Context: an optimization exercise on an open-source flow, tuned for small area. The choices shown serve that exercise and are no tape-out recipe.
Only simulation tests tie the RTL to the original design; equivalence was not proved.

==> flow/design.v <==
module sinc4_chan (
    input  wire        clk,
    input  wire        rst,
    input  wire  [1:0] osr_sel,     
    input  wire        inv,
    input  wire [31:0] offset,
    input  wire [30:0] ovr_lim,
    input  wire        bit_valid,
    input  wire        bit_in,      
    input  wire        dec,         
    output reg         res_valid,
    output reg  [31:0] res_data,
    output reg         res_ovr
);
    localparam integer W = 26;
    reg  [W-1:0] i1, i2, i3, i4;      
    reg  [W-1:0] d1, d2, d3, d4;      
    reg          comb_go;             
    reg          ovr;
    reg    [1:0] ovr_cnt;
    wire [W-1:0] b  = bit_in ? {{(W-1){1'b0}}, 1'b1} : {W{1'b1}};
    wire [W-1:0] a1 = i1 + b;
    wire [W-1:0] a2 = i2 + a1;
    wire [W-1:0] a3 = i3 + a2;
    wire [W-1:0] a4 = i4 + a3;
    wire [W-1:0] c1 = i4 - d1;
    wire [W-1:0] c2 = c1 - d2;
    wire [W-1:0] c3 = c2 - d3;
    wire [W-1:0] c4 = c3 - d4;
    wire signed [W-1:0] s = c4;
    reg  signed [32:0]  scaled;
    always @(*) begin
        case (osr_sel)
            2'd1:    scaled = {{7{s[W-1]}}, s} <<< 11;
            2'd2:    scaled = {{7{s[W-1]}}, s} <<< 15;
            default: scaled = {{7{s[W-1]}}, s} <<< 7;
        endcase
    end
    wire signed [32:0] x0 = (scaled > 33'sd2147483647) ? 33'sd2147483647 : scaled;
    wire signed [32:0] neg = -x0;
    wire signed [32:0] x1  = !inv ? x0 :
                             (neg > 33'sd2147483647) ? 33'sd2147483647 : neg;
    wire signed [33:0] diff = {x1[32], x1} - {{2{offset[31]}}, offset};
    wire        [31:0] x    = (diff > 34'sd2147483647)  ? 32'h7FFF_FFFF :
                              (diff < -34'sd2147483648) ? 32'h8000_0000 :
                              diff[31:0];
    wire        [32:0] mag   = x0[32] ? -x0 : x0;
    wire               above = (mag >= {2'b00, ovr_lim});
    reg       ovr_next;
    reg [1:0] cnt_next;
    always @(*) begin
        ovr_next = ovr;
        cnt_next = 2'd0;
        if (above != ovr) begin
            if (ovr_cnt == 2'd3)
                ovr_next = ~ovr;
            else
                cnt_next = ovr_cnt + 2'd1;
        end
    end
    always @(posedge clk) begin
        if (rst) begin
            i1 <= {W{1'b0}}; i2 <= {W{1'b0}}; i3 <= {W{1'b0}}; i4 <= {W{1'b0}};
            d1 <= {W{1'b0}}; d2 <= {W{1'b0}}; d3 <= {W{1'b0}}; d4 <= {W{1'b0}};
            comb_go   <= 1'b0;
            ovr       <= 1'b0;
            ovr_cnt   <= 2'd0;
            res_valid <= 1'b0;
            res_data  <= 32'd0;
            res_ovr   <= 1'b0;
        end else begin
            res_valid <= 1'b0;
            comb_go   <= 1'b0;
            if (bit_valid) begin
                i1 <= a1; i2 <= a2; i3 <= a3; i4 <= a4;
                comb_go <= dec;
            end
            if (comb_go) begin
                d1 <= i4; d2 <= c1; d3 <= c2; d4 <= c3;
                res_valid <= 1'b1;
                res_data  <= x;
                ovr       <= ovr_next;
                ovr_cnt   <= cnt_next;
                res_ovr   <= ovr_next;
            end
        end
    end
endmodule
module sinc4_decim (
    input  wire         clk,
    input  wire         rst,
    input  wire   [1:0] osr_sel,
    input  wire   [7:0] inv,
    input  wire [255:0] offset,      
    input  wire  [30:0] ovr_lim,
    input  wire         bit_valid,
    input  wire   [7:0] bits,
    output reg          out_valid,
    output reg    [2:0] out_ch,
    output reg   [31:0] out_data,
    output reg          out_ovr
);
    reg  [5:0] bit_cnt;
    wire [5:0] osr_m1 = (osr_sel == 2'd1) ? 6'd31 :
                        (osr_sel == 2'd2) ? 6'd15 : 6'd63;
    wire       dec    = (bit_cnt == osr_m1 - 6'd1);
    always @(posedge clk) begin
        if (rst)
            bit_cnt <= 6'd0;
        else if (bit_valid)
            bit_cnt <= (bit_cnt == osr_m1) ? 6'd0 : bit_cnt + 6'd1;
    end
    wire [7:0]  rv;
    wire [31:0] rd [0:7];
    wire [7:0]  ro;
    genvar g;
    generate
        for (g = 0; g < 8; g = g + 1) begin : g_ch
            sinc4_chan u_ch (
                .clk(clk), .rst(rst), .osr_sel(osr_sel), .inv(inv[g]),
                .offset(offset[32*g +: 32]), .ovr_lim(ovr_lim),
                .bit_valid(bit_valid), .bit_in(bits[g]), .dec(dec),
                .res_valid(rv[g]), .res_data(rd[g]), .res_ovr(ro[g]));
        end
    endgenerate
    reg [31:0] buf_data [0:7];
    reg  [7:0] buf_ovr;
    reg        sending;
    reg  [2:0] idx;
    integer i;
    always @(posedge clk) begin
        if (rst) begin
            for (i = 0; i < 8; i = i + 1)
                buf_data[i] <= 32'd0;
            buf_ovr   <= 8'd0;
            sending   <= 1'b0;
            idx       <= 3'd0;
            out_valid <= 1'b0;
            out_ch    <= 3'd0;
            out_data  <= 32'd0;
            out_ovr   <= 1'b0;
        end else begin
            out_valid <= 1'b0;
            if (rv[0]) begin
                for (i = 0; i < 8; i = i + 1)
                    buf_data[i] <= rd[i];
                buf_ovr <= ro;
                sending <= 1'b1;
                idx     <= 3'd0;
            end else if (sending) begin
                out_valid <= 1'b1;
                out_ch    <= idx;
                out_data  <= buf_data[idx];
                out_ovr   <= buf_ovr[idx];
                idx       <= idx + 3'd1;
                if (idx == 3'd7)
                    sending <= 1'b0;
            end
        end
    end
endmodule
==> flow/run.sh <==
#!/bin/bash
# synth_recipe.tcl (not shown) runs the flow's synth.tcl, then flattens the netlist and writes it again
# the make line also repeats each setting of config.mk as NAME=value (left out here)
make -C /OpenROAD-flow-scripts/flow DESIGN_CONFIG=/design/flow/config.mk WORK_HOME=/design/flow/orfs CLKGATE_MAP_FILE= SYNTH_SCRIPT=/design/flow/synth_recipe.tcl finish
==> flow/config.mk <==
export PLATFORM = sky130hd
export DESIGN_NAME = sinc4_decim
export DESIGN_NICKNAME = sinc4_decim
export VERILOG_FILES = /design/flow/design.v
export SDC_FILE = /design/flow/constraint.sdc
export NUM_CORES = 4
export LEC_CHECK = 0
export CAP_MARGIN = 20
export CORE_MARGIN = 2
export CORE_UTILIZATION = 40
export PLACE_DENSITY = 0.6
export SLEW_MARGIN = 20
==> flow/constraint.sdc <==
create_clock -name core_clock -period 20.0 [get_ports {clk}]
set_input_delay 4.0000 -clock core_clock [delete_from_list [all_inputs] [get_ports {clk}]]
set_output_delay 4.0000 -clock core_clock [all_outputs]
set_load 0.01 [all_outputs]
==> results by group <==
Setup path
  • Slack of the worst reg-to-reg path: 4180 ps
  • Slowest stage delay, CP: 620 ps
  • Worst setup endpoint: g_ch[1].u_ch.res_data[11]
  • Arrival time worst endpoint: 16670 ps
  • Kind of cell adding the most delay to the critical path: compound AO/OA/AOI/OAI gates
  • CP Launch Type: flop
  • Crit Path Class: reg2reg
  • Worst Path Buf+Inv: 4
  • FF-to-FF Start: g_ch[1].u_ch.i4[0]
  • Crit-path most repeated cell: o21ai_0
  • Critical Path RT: 20850 ps
  • Critical path's slowest cell: a31o_2
  • CP max FO: 38
  • Setup crit end kind: flop
  • Cell count along the critical path: 64
  • Worst Setup SP: g_ch[1].u_ch.i4[0]
  • RR Endpoint: g_ch[1].u_ch.res_data[11]
  • FF-to-FF path depth: 64

GRT
  • Largest net degree at the start of global routing: 191
  • Initial antenna violation count: 37
  • Tot GR Track Use: 0.223
  • First-pass GRT wire length: 841000 um
  • Vias in the first global route: 147k
  • GRT Residual Overflow: 0

Logic synthesis
  • Ys flop type: dfxtp_1
  • Synthesized Nets: 25.5k
  • Synthesis-stage register bit count: 2257
  • Synth top area cells: dfxtp_1, ha_1, mux2i_1
  • Synth warn: 4
  • Top cell type by total area after synthesis: dfxtp_1
  • Ys async rst share: 0
  • Post-Syn Area per Cell: 8.01 um^2
  • Synth top area share: 0.245
  • Cell Area, Synth: 184000 um^2
  • EDFF count, synth: 0
  • Sequential fraction of the synthesis area: 0.245
  • Distinct cells, synth: 114
  • Gate Count Post-Synth: 23.0k

Floorplanning
  • Area of the die: 466000 um^2
  • I/O pin count: 345
  • Die X: 683 um
  • # rows: 249
  • Starting Density: 0.401
  • Die Ht: 683 um
  • Core Area: 460000 um^2

Finish
  • Final Non-Filler Cells: 29.4k
  • NumNets Final: 25.5k
  • Fill cells: 45.8k
  • Ratio of cells with drive above 1 in the final layout: 0.0397
  • P&R area growth vs syn: 10.3%

Placement
  • Number of port buffers: 344
  • Placed insts: 28.9k
  • GP Congestion: 0.964
  • Post-DP HPWL: 410000 um

Clock network
  • # H-tree levels: 5
  • Longest Clk Path Bufs: 4
  • # resized after CTS: 0
  • TritonCTS Sinks: 2257
  • CTS buffer count: 278
  • Clk slew on worst S/H paths: 60 ps
  • Root Buffer: clkbuf_16
  • TritonCTS clock tree: yes
  • CTS Hold Buffers Added: 0
  • Clk latency of the worst-skew pair: 960 ps
  • Post-CTS setup buffers: 0

STA
  • Final Cycle Share: 0.791
  • Final Hold Viols: 0
  • Final slew viol count: 0
  • Fmax achieved: 0.0632 GHz
  • Setup violations, final: 0
  • Unrepaired setup endpoints after global routing: no
  • Tmin final: 15820 ps
  • Final Skew: 50.4 ps
  • Max_slew headroom: 0.175
  • Total negative setup slack: 0 ps
  • Actual slew at the worst max-slew pin: 1240 ps

Detailed routing
  • First drt pass iteration count: 6
  • First DRT Iteration DRCs: 12.9k
  • Routed length per instance: 18.6 um
  • Routed wire length: 546000 um
  • Antenna-violating nets left: 0
  • DR DRC count: 0
  • Vias: 162k
  • Vias per cell: 5.52

Outcome
  • Outcome: no timing/DRC/antenna violations

Run
  • MaxCap Viol Count: 0

Worst hold path
  • Hold WC Path Type: reg2reg
==> final cells by class <==
class / instances / area [um^2] / share of cell area
Clock inverter: 104 / 1230 / 0.00607
Timing Repair Buffer: 520 / 4900 / 0.0241
Tap cell: 6149 / 7690 / 0.0378
Antenna cell: 22 / 55.1 / 0.000271
Clock buffer: 392 / 8100 / 0.0399
Sequential cell: 2257 / 45200 / 0.222
Inverter: 1731 / 6510 / 0.0320
Multi-Input combinational cell: 18197 / 130000 / 0.638
==> stage by stage <==
step	area, um^2	worst slack [ps]	util	hold WS [ps]
CTS	203000	4040	0.442	457
floorplan	184000	6790	-	426
finish	203000	4180	0.442	458
global route	203000	2570	0.442	478
global placement	194000	4140	0.422	446
detailed placement	194000	3830	0.422	454
==> Yosys cell counts, types with 134 or more instances <==
library cell and n:
nor2_1 3329, dfxtp_1 2257, ha_1 2130, inv_1 1719, mux2i_1 1672, a21oi_1 1659
xnor2_1 1216, nand2_1 1149, o21ai_0 1037, clkbuf_1 636, a21o_1 583, xor2_1 443
nor3_1 424, o21a_1 341, nand2b_1 304, a211oi_1 300, nand3_1 289, nor2b_1 270
a31oi_1 258, o21bai_1 216, buf_1 161, and3_1 149, nand4_1 143, and2_1 134
==> layer usage <==
metal  GRT usage  up-vias  wire length, um
met5           0        -               72
met4      0.0741       10            18800
met3      0.0338      700            38400
met2       0.324     4402           218000
met1       0.330    75240           271000
li1            -    81910                -
==> how the worst min path moves through the flow <==
| stage | depth (start not counted) | end | startpoint |
|---|---|---|---|
| 5_1_grt | 1 | g_ch[6].u_ch.d2[18] | g_ch[6].u_ch.d2[18] |
| 4_1_cts | 2 | out_data[27] | buf_data[0][27] |
| 6_report | 2 | out_data[27] | buf_data[0][27] |
| 3_5_place_dp | 1 | g_ch[7].u_ch.d3[20] | g_ch[7].u_ch.d3[20] |
| 2_1_floorplan | 1 | g_ch[2].u_ch.res_data[0] | g_ch[2].u_ch.res_data[0] |
| 3_3_place_gp | 2 | out_ch[0] | out_ch[0] |
==> sequential cells by signal, indices dropped and copies added (netlist names), 32 cells and up <==
name                flops
g_ch.u_ch.d1          208
buf_data              256
out_data               32
g_ch.u_ch.d2          208
g_ch.u_ch.i2          208
g_ch.u_ch.i1          208
g_ch.u_ch.res_data    256
g_ch.u_ch.i3          208
g_ch.u_ch.d4          208
g_ch.u_ch.d3          208
g_ch.u_ch.i4          208
==> tightest hold or removal path, delay by kind of cell, from the launching register on <==
kind,cells,cell delay (ps)
compound gates,1,60
simple gates,1,60
flops,1,310
==> layout by cell type, fill, tap and decap left out, types with 70 or more instances in the layout <==
cell type           n
fa_1               72
a221o_1           131
a31oi_1           257
nand2b_1          304
a21o_1            583
xor2_1            443
o21ai_0          1037
a21oi_1          1657
o31a_1             70
or3_1             115
a221oi_1          113
o21a_1            341
nand3_1           289
buf_4             166
clkdlybuf4s50_1   342
nor2_1           3321
or2_2              92
a211oi_1          300
ha_1             2128
o211ai_1           84
o21bai_1          216
and3_1            149
nand2_1          1148
dfxtp_1          2254
a22oi_1           109
nor3_1            424
xnor2_1          1216
nor2b_1           268
inv_1            1711
o22ai_1            94
nand4_1           143
mux2i_1          1672
a22o_1            104
and2_1            133
a21boi_0           99
clkbuf_16         284
==> kinds of logic (layout without fill, tap and decap cells) <==
kind of cell	after synthesis	in the layout	share of synthesized area
fa+ha+maj	2202	2202	0.152
other cells	0	22	0
xor+xnor	1671	1671	0.0803
buf+inv	2570	2747	0.0527
compound gates	5945	5945	0.213
simple gates	6655	6655	0.163
flops	2257	2257	0.245
mux	1724	1724	0.0941

## re-timing with driven ports
No port has a modelled driver above. Below, the same layout with a new extraction and two added sets of constraints. Step 1, drivers: a clkbuf_16 drives clk and a buf_2 each remaining input, both assumed. Step 2 also shifts input and output timing later by t, the mid clock arrival at the registers, as if the neighbouring blocks saw the same clock. Three values: ideal, step 1, step 2; two values: the first two.
t, ns: 1.035
setup slack, ns: 4.179 / 4.179 / 3.800
worst setup path after step 2: input to register
clock arrival spread, ns: 0.062 / 0.062
slew at the worst register clock pin (ns): 0.07 / 0.07
After both steps this run still meets setup and hold. The setup slack of this run moves by 0.000 ns with the drivers and by -0.379 ns with both steps.
